What follows belongs to an exercise in optimizing a design on an open flow for small area and a short achievable clock period; a production flow would make more cautious choices.
No run shown here included a check of the RTL's function; only the layout flow was run.
No activity file was given, so power comes from the tool's default toggle rates.

## flow/design.v (module list and top-level ports; edited modules follow where they fit)
// module fmul36_fa: 10 lines
// module fmul36_fa1: 9 lines
// module fmul36_ha: 9 lines
// module fmul36: 1336 lines
module fmul36 (
    input  wire        clk,
    input  wire        rst,
    input  wire        in_valid,
    input  wire [35:0] a,
    input  wire [35:0] b,
    input  wire [2:0]  rm,
    input  wire        ftz,
    output reg         out_valid,
    output reg  [35:0] result,
    output reg         iv,
    output reg         of,
    output reg         uf,
    output reg         nx
);
  // ...
==> flow/flow/run.sh <==
#!/bin/bash
# The standard layout (bash standard.sh: the standard synthesis and ORFS
# from floorplan to finish), with every port buffered by buf_2 instead of
# the buffer buffer_ports picks by default.
set -euo pipefail
export BUFFER_PORTS_ARGS="-buffer_cell sky130_fd_sc_hd__buf_2"
bash standard.sh > standard.log 2>&1
==> flow/standard.sh <==
#!/bin/bash
# synth_recipe.tcl (not shown) runs the flow's synth.tcl, then flattens the netlist and writes it again
# the make line also repeats each setting of config.mk as NAME=value (left out here)
make -C /OpenROAD-flow-scripts/flow DESIGN_CONFIG=/design/flow/config.mk WORK_HOME=/design/flow/orfs CLKGATE_MAP_FILE= SYNTH_SCRIPT=/design/flow/synth_recipe.tcl "${@:-finish}"
==> flow/config.mk <==
export PLATFORM = sky130hd
export DESIGN_NAME = fmul36
export DESIGN_NICKNAME = fmul36
export VERILOG_FILES = /design/flow/design.v
export SDC_FILE = /design/flow/constraint.sdc
export NUM_CORES = 4
export LEC_CHECK = 0
export CAP_MARGIN = 20
export CORE_MARGIN = 2
export CORE_UTILIZATION = 40
export CTS_CLUSTER_DIAMETER = 100
export CTS_CLUSTER_SIZE = 24
export SLEW_MARGIN = 60
export SYNTH_HIERARCHICAL = 1
export SYNTH_MINIMUM_KEEP_SIZE = 0
==> flow/constraint.sdc <==
create_clock -name core_clock -period 16.5 [get_ports {clk}]
set_input_delay 3.3000 -clock core_clock [delete_from_list [all_inputs] [get_ports {clk}]]
set_output_delay 3.3000 -clock core_clock [all_outputs]
set_load 0.01 [all_outputs]
==> impl_metrics.env, run 1 <==
export IMPL_synth_xor_area_share_pct=13.7
export IMPL_cts_resized=0
export IMPL_cts_tree="done"
export IMPL_fp_dieH_um=283
export IMPL_met1_length_mm=39.8
export IMPL_worst_slew_pin_slew_ns=0.616
export IMPL_whs_path_depth=0
export IMPL_grt_use_met1_pct=30.7
export IMPL_synth_edff_count=0
export IMPL_cts_hold_buf=0
export IMPL_syn_area_um2=31200
export IMPL_cp_end_kind="flip-flop"
export IMPL_dr_pass1_iters=6
export IMPL_place_inst=4174
export IMPL_rows=102
export IMPL_dp_hpwl_mm=68.9
export IMPL_syn_inst=3199
export IMPL_crit_start="bone1[3]"
export IMPL_tns_ns=0
export IMPL_synthTopCellsByArea="dfxtp_1 25%, fa_1 21%, xnor2_1 12%"
export IMPL_layout_setup_ws_ns=11.92
export IMPL_pwr_share_seq_pct=21.7
export IMPL_synth_compound_area_share_pct=16.9
export IMPL_cts_buffers=25
export IMPL_design_seq_count=390
export IMPL_synth_top_cells_by_count="431 x xnor2_1, 390 x dfxtp_1, 362 x o22ai_1"
export IMPL_place_ws_ns=12.19
export IMPL_final_common_cell="xnor2_1"
export IMPL_min_period_ns=4.58
export IMPL_synth_avg_cell_area_um2=9.75
export IMPL_peakVddDrop_uv=119
export IMPL_routabilityCongestion=0.922
export IMPL_tap_cells=1040
export IMPL_path_buf_inv=2
export IMPL_status="finished clean"
export IMPL_filler_cell_count=7574
export IMPL_post_cts_buffers=0
export IMPL_io_pins=120
export IMPL_cts_sinks=390
export IMPL_clk_share_pct=2.44
export IMPL_top_power_group="combinational cells"
export IMPL_cts_reportedPaths_clkPinSlew_ns=0.09
export IMPL_ys_seq_elements=390
export IMPL_final_antenna_net_count=0
export IMPL_path_class="flip-flop to flip-flop"
==> inputs of run 2 (changes only) <==
--- a/flow/design.v
+++ b/flow/design.v
@@ -41,16 +41,19 @@
     output reg         uf,
     output reg         nx
 );
     reg        v1;
     reg [35:0] a1;           
     reg [9:0]  b1;           
     reg        az1, bz1;     
     reg        ah1;          
+    reg        bq1;          
+    reg [3:0]  bgz1;
+    reg [9:0]  bgh1, bgl1;
     reg [2:0]  rm1;
     reg        ftz1;
     reg [13:0] bone1, btwo1;     
     reg [12:0] bneg1;
     function automatic [4:0] pos32(input [31:0] x, input hi);
         reg [15:0] v1; reg [15:0] p1;
         reg [7:0]  v2; reg [15:0] p2;
         reg [3:0]  v3; reg [11:0] p3;
@@ -85,26 +88,46 @@
     wire [28:0] bxi = {1'b0, b[34:26] != 9'd0, b[25:0], 1'b0};
     reg  [13:0] bone_i, btwo_i, bneg_i;
     integer bk;
     always @(*) begin
         for (bk = 0; bk < 14; bk = bk + 1) begin
             bone_i[bk] = bxi[2 * bk + 1] ^ bxi[2 * bk];
             btwo_i[bk] = (bxi[2 * bk + 2] & !bxi[2 * bk + 1] & !bxi[2 * bk]) |
                          (!bxi[2 * bk + 2] & bxi[2 * bk + 1] & bxi[2 * bk]);
-            bneg_i[bk] = bxi[2 * bk + 2];
+            bneg_i[bk] = bxi[2 * bk + 2] & !(bxi[2 * bk + 1] & bxi[2 * bk]);
         end
     end
+    function automatic [2:0] hi8(input [7:0] x);
+        integer k;
+        begin
+            hi8 = 3'd0;
+            for (k = 0; k < 8; k = k + 1)
+                if (x[k]) hi8 = k[2:0];
+        end
+    endfunction
+    function automatic [2:0] lo8(input [7:0] x);
+        integer k;
+        begin
+            lo8 = 3'd0;
+            for (k = 7; k >= 0; k = k - 1)
+                if (x[k]) lo8 = k[2:0];
+        end
+    endfunction
     always @(posedge clk) begin
         if (rst)
             v1 <= 1'b0;
         else
             v1 <= in_valid;
         a1   <= {a[35:27], a[26] | (a[34:26] == 9'd0), ~a[25:0]};
         b1   <= {b[35:27], b[26] | (b[34:26] == 9'd0)};
+        bgz1 <= {b[25:24] != 2'd0, b[23:16] != 8'd0, b[15:8] != 8'd0, b[7:0] != 8'd0};
+        bgh1 <= {b[25], hi8(b[23:16]), hi8(b[15:8]), hi8(b[7:0])};
+        bgl1 <= {!b[24], lo8(b[23:16]), lo8(b[15:8]), lo8(b[7:0])};
+        bq1  <= b[25];
         az1  <= (a[34:26] == 9'd0);
         ah1  <= (a[34:26] != 9'd0);
         bz1  <= (b[34:26] == 9'd0);
         rm1  <= rm;
         ftz1 <= ftz;
         bone1 <= bone_i;
         btwo1 <= btwo_i;
         bneg1 <= bneg_i[12:0];
@@ -115,59 +138,49 @@
     wire [8:0]  eb = b1[8:0];
     wire [25:0] fan = a1[25:0];
     wire [25:0] fa = ~fan;
     wire a_sub  = az1;
     wire b_sub  = bz1;
     wire a_max  = (ea == 9'h1FF);
     wire b_max  = (eb == 9'h1FF);
     wire a_fnz  = (fa != 26'd0);
-    wire [25:0] fb;
-    genvar gf;
-    generate
-        for (gf = 0; gf < 13; gf = gf + 1) begin : g_fb
-            assign fb[2 * gf + 1] = bneg1[gf];
-            if (gf == 0) begin : g_f0
-                assign fb[0] = bone1[0];
-            end else begin : g_fk
-                assign fb[2 * gf] = bone1[gf] ^ bneg1[gf - 1];
-            end
-        end
-    endgenerate
-    wire b_fnz  = (fb != 26'd0);
+    wire b_fnz  = |bgz1;
     wire a_nan  = a_max & a_fnz;
     wire b_nan  = b_max & b_fnz;
     wire a_inf  = a_max & !a_fnz;
     wire b_inf  = b_max & !b_fnz;
     wire a_zero = a_sub & (!a_fnz | ftz1);
     wire b_zero = b_sub & (!b_fnz | ftz1);
     wire inv0   = (a_inf & b_zero) | (b_inf & a_zero);
     wire s      = sa ^ sb;
     wire sp     = a_nan | b_nan | a_inf | b_inf | a_zero | b_zero;
     wire sp_nan = a_nan | b_nan | inv0;
     wire sp_inf = a_inf | b_inf;
-    wire sp_iv  = (a_nan & !fa[25]) | (b_nan & !fb[25]) | inv0;
+    wire sp_iv  = (a_nan & !fa[25]) | (b_nan & !bq1) | inv0;
     wire [1:0] spc = {sp_nan, sp_nan ? sp_iv : sp_inf};
     wire       sr  = s & !sp_nan;
     reg [1:0] rc;
     reg       ovf_inf;
     always @(*) begin
         case (rm1)
             3'd0:    begin rc = 2'd2;             ovf_inf = 1'b1; end
             3'd1:    begin rc = 2'd0;             ovf_inf = 1'b0; end
             3'd2:    begin rc = {1'b0, !s};       ovf_inf = !s;   end
             3'd3:    begin rc = {1'b0, s};        ovf_inf = s;    end
             3'd4:    begin rc = 2'd3;             ovf_inf = 1'b1; end
             default: begin rc = 2'd3;             ovf_inf = 1'b0; end
         endcase
     end
     wire [26:0] ma = {!a_sub, fa};
     wire [4:0] msa = pos32({5'd0, ma}, 1'b1);
-    wire [4:0] bms = pos32({6'd0, fb}, 1'b1);
-    wire [4:0] btz = pos32({6'd0, fb}, 1'b0);
+    wire [4:0] bms = bgz1[3] ? {4'd12, bgh1[9]} : bgz1[2] ? {2'd2, bgh1[8:6]} :
+                     bgz1[1] ? {2'd1, bgh1[5:3]} : {2'd0, bgh1[2:0]};
+    wire [4:0] btz = bgz1[0] ? {2'd0, bgl1[2:0]} : bgz1[1] ? {2'd1, bgl1[5:3]} :
+                     bgz1[2] ? {2'd2, bgl1[8:6]} : {4'd12, bgl1[9]};
     wire [4:0] msb = b_sub ? bms : 5'd26;
     wire [4:0] tza = pos32({5'd0, ma}, 1'b0);
     wire [4:0] tzb = b_fnz ? btz : 5'd26;
     wire [9:0] xa = {1'b0, ea};
     wire [9:0] xb = {1'b0, eb};
     wire [9:0] xs = xa + xb;
     wire [5:0] tzs = {1'b0, tza} + {1'b0, tzb};
     wire [4:0]  k0   = a_sub ? msa : msb;
==> impl_metrics.env, run 2 <==
export IMPL_routabilityCongestion=0.903
export IMPL_grt_pass1_wl_mm=149
export IMPL_tns_ns=0
export IMPL_leakagePower_uw=0.0137
export IMPL_synth_most_common_cell="xnor2_1"
export IMPL_synthArstFlopShare_pct=0
export IMPL_start_util_pct=40.4
export IMPL_synth_top_area_share_pct=25.9
export IMPL_root_buffer="clkbuf_16"
export IMPL_synthDistinctLibCells=82
export IMPL_grt_max_degree=55
export IMPL_crit_path_start_kind="flip-flop"
export IMPL_largest_register="csa_r"
export IMPL_peakVddDrop_uv=116
export IMPL_fp_dieH_um=287
export IMPL_synthFlopType="dfxtp_1"
export IMPL_status="finished clean"
export IMPL_cts_tree="done"
export IMPL_ys_warn_count=7
export IMPL_ys_seq_elements=414
export IMPL_diodes=0
export IMPL_cts_buffers=24
export IMPL_portBuffers=119
export IMPL_setup_viol=0
export IMPL_filler_cell_count=7744
export IMPL_via_count=25100
export IMPL_p_per_area_nw_per_um2=214
export IMPL_dr_pass1_iters=5
export IMPL_antenna_found_initial=2
export IMPL_final_common_cell="xnor2_1"
export IMPL_maxCapViolations=0
export IMPL_final_antenna_net_count=0
export IMPL_placed_area_um2=33500
export IMPL_cts_reportedPaths_clkPinSlew_ns=0.10
export IMPL_post_cts_buffers=0
export IMPL_final_nets=3805
export IMPL_final_cell_mix="420 x xnor2_1, 400 x dfxtp_1, 356 x o22ai_1"
export IMPL_synth_avg_cell_area_um2=9.73
export IMPL_max_slew_margin_pct=59.7
export IMPL_cts_sinks=414
export IMPL_die_w_um=287
export IMPL_layout_drive_gt1_share_pct=10.4
export IMPL_design_area_um2=34400
export IMPL_crit_start="a1[26]"
export IMPL_finalCritPeriodShare_pct=27.9
export IMPL_min_delay_start="spc2[0]"
export IMPL_ff_latch_area_um2=8320
export IMPL_first_iter_violations=2242
export IMPL_path_class="flip-flop to flip-flop"
export IMPL_cts_resized=0
export IMPL_critPathRequiredTime_ns=16.98
export IMPL_htree_levels=1
export IMPL_drt_total_wl_mm=96.9
export IMPL_seq_area_frac_synth_pct=25.9
export IMPL_core_um2=79100
export IMPL_dp_hpwl_mm=68.1
export IMPL_fmax_mhz=217
export IMPL_hold_path_class="flip-flop to flip-flop"
export IMPL_dieArea_um2=82200
export IMPL_cts_hold_buf=0
export IMPL_cts_buffer_depth=3
export IMPL_r2r_start="a1[26]"
export IMPL_synth_largest_area_cell="dfxtp_1"
export IMPL_first_global_vias=24800
export IMPL_wl_per_cell_um=22.5
export IMPL_grt_total_usage_pct=23.3
export IMPL_synth_top_cells_by_count="426 x xnor2_1, 414 x dfxtp_1, 356 x o22ai_1"
export IMPL_cp_end_kind="flip-flop"
export IMPL_min_period_ns=4.61
export IMPL_area_delta_synth_final_pct=7.63
export IMPL_layout_setup_ws_ns=11.89
export IMPL_io_pins=120
export IMPL_worst_slew_pin_slew_ns=0.604
export IMPL_synth_fp_nets=3848
export IMPL_reg_largest_list="csa_r (54), csb_r (53), w3 (37)"
export IMPL_place_ws_ns=11.82
export IMPL_clock_latency_ns=0.60
export IMPL_grt_ovfl_total=0
export IMPL_critical_path_arrival_ns=5.09
export IMPL_vias_per_cell=5.83
export IMPL_rows=103
export IMPL_critPathMaxFanout=6
export IMPL_grt_setup_unrepaired="false"
export IMPL_largest_reg_flops=54
export IMPL_syn_area_um2=32000
export IMPL_multi_input_area_um2=22300
export IMPL_syn_inst=3288
export IMPL_synthTopCellsByArea="dfxtp_1 26%, fa_1 20%, xnor2_1 12%"
export IMPL_drc=0
export IMPL_slew_violations=0
export IMPL_skew_ns=0.0311
export IMPL_synth_edff_count=0
export IMPL_hold_viol=0
[run 2: changes by cell type in the layout (fill, tap and decap cells not counted), moves of 9 or more]
cell and delta:
a21oi_1 +9, and3_1 +13, dfxtp_1 +29, ha_1 +15, inv_1 +22, mux2i_1 +11
nand3b_1 -10, o211ai_1 +12, o21ai_0 +11, xor2_1 -18
[run 2: worst paths after layout]
kind,to,slack (ns),cells after the start
worst max register to register,ks2[2],11.89,20
worst min register to register,spc3[0],0.33,0
worst max-delay path,ks2[2],11.89,20
worst min-delay path,spc3[0],0.33,0
[run 2: final cells by class]
| cell class | instances | share of cell area (%) |
|---|---|---|
| inverters | 210 | 2.45 |
| multi-input cells | 2436 | 64.7 |
| clock buffers | 29 | 1.89 |
| flip-flops and latches | 414 | 24.2 |
| repair buffers | 159 | 2.66 |
| well taps | 1050 | 3.82 |
| clock inverters | 8 | 0.338 |
[run 2: Yosys stat by module (local to each module, per instance)]
module	flops+latches	times used	cells inside	cell area, um2
fmul36_fa	0	317	1	20.0
fmul36_ha	0	33	1	12.5
fmul36_fa1	0	8	5	27.5
fmul36	414	1	2898	25000
[run 2: cell families after synthesis]
kind of cell,synth area share (%)
muxes,4.78
xor gates and xnor gates,12.7
other,0.0117
adders and majority gates,26.5
AOI/OAI and AO/OA,16.4
DFF,25.9
buffers and inverters,5.17
and+or+nand+nor,8.62
[run 2: stage by stage]
stage | instances | power [uW] | hold slack, ns | util [%]
after global routing | 4306 | 7990 | 0.339 | 43.5
final | 4306 | 7380 | 0.332 | 43.5
after floorplan | 3288 | 5010 | 0.310 | -
after global placement | 4266 | 6530 | 0.310 | 42.1
after CTS | 4305 | 7310 | 0.333 | 43.3
after detailed placement | 4268 | 6650 | 0.312 | 42.3
[run 2: critical path, stage by stage (launching register included)]
cell and delay, ns:
dfxtp_1 0.34, ha_1 0.22, fa_1 0.41, a21o_1 0.20
a21oi_1 0.23, nor2b_1 0.09, o31a_1 0.26, a21o_1 0.20
a2111oi_2 0.43, nor3_2 0.13, a21oi_1 0.18, inv_1 0.07
ha_1 0.28, nor2b_1 0.13, o21a_1 0.16, o21ai_0 0.15
nand2b_1 0.08, a21oi_1 0.16, a31oi_1 0.07, a21oi_2 0.33
mux2_2 0.38
[run 2: power by group]
part / switching, uW / leakage (uW) / total [uW] / internal [uW]
logic: 2950 / 0.00990 / 5140 / 2190
registers: 183 / 0.00347 / 1590 / 1410
clock network: 361 / 0.000363 / 652 / 291
[run 2: layer usage]
layer  track usage [%]  share of wire [%]
met1              30.6                 41
met3              6.64                 10
met5                 0              0.013
met2              36.5                 45
met4              8.39                4.1

static timing again, ports no longer ideal:
In the flow no input, the clock included, has a driving cell. The finished layouts below were timed again as built, in two steps.
Step 1 assumes that a clkbuf_16 drives the clock port and a buf_2 every other input.
Step 2, shift: input delay + t, output delay - t, t = (earliest + latest rising clock arrival at the registers) / 2. This alone moves slack from input paths to output paths.
Slacks: ideal ports / drivers / drivers and shift; pairs: ideal ports / drivers.
run | shift t [ns] | slack for setup (ns) | worst setup path at the end | latest minus earliest clock arrival (ns) | pins driven straight from the clock port
run 1 | 0.667 | 11.920 / 11.920 / 11.920 | register to register | 0.021 / 0.021 | 1
run 2 | 0.652 | 11.888 / 11.888 / 11.888 | register to register | 0.034 / 0.034 | 1
After both steps every run listed still meets setup and hold.
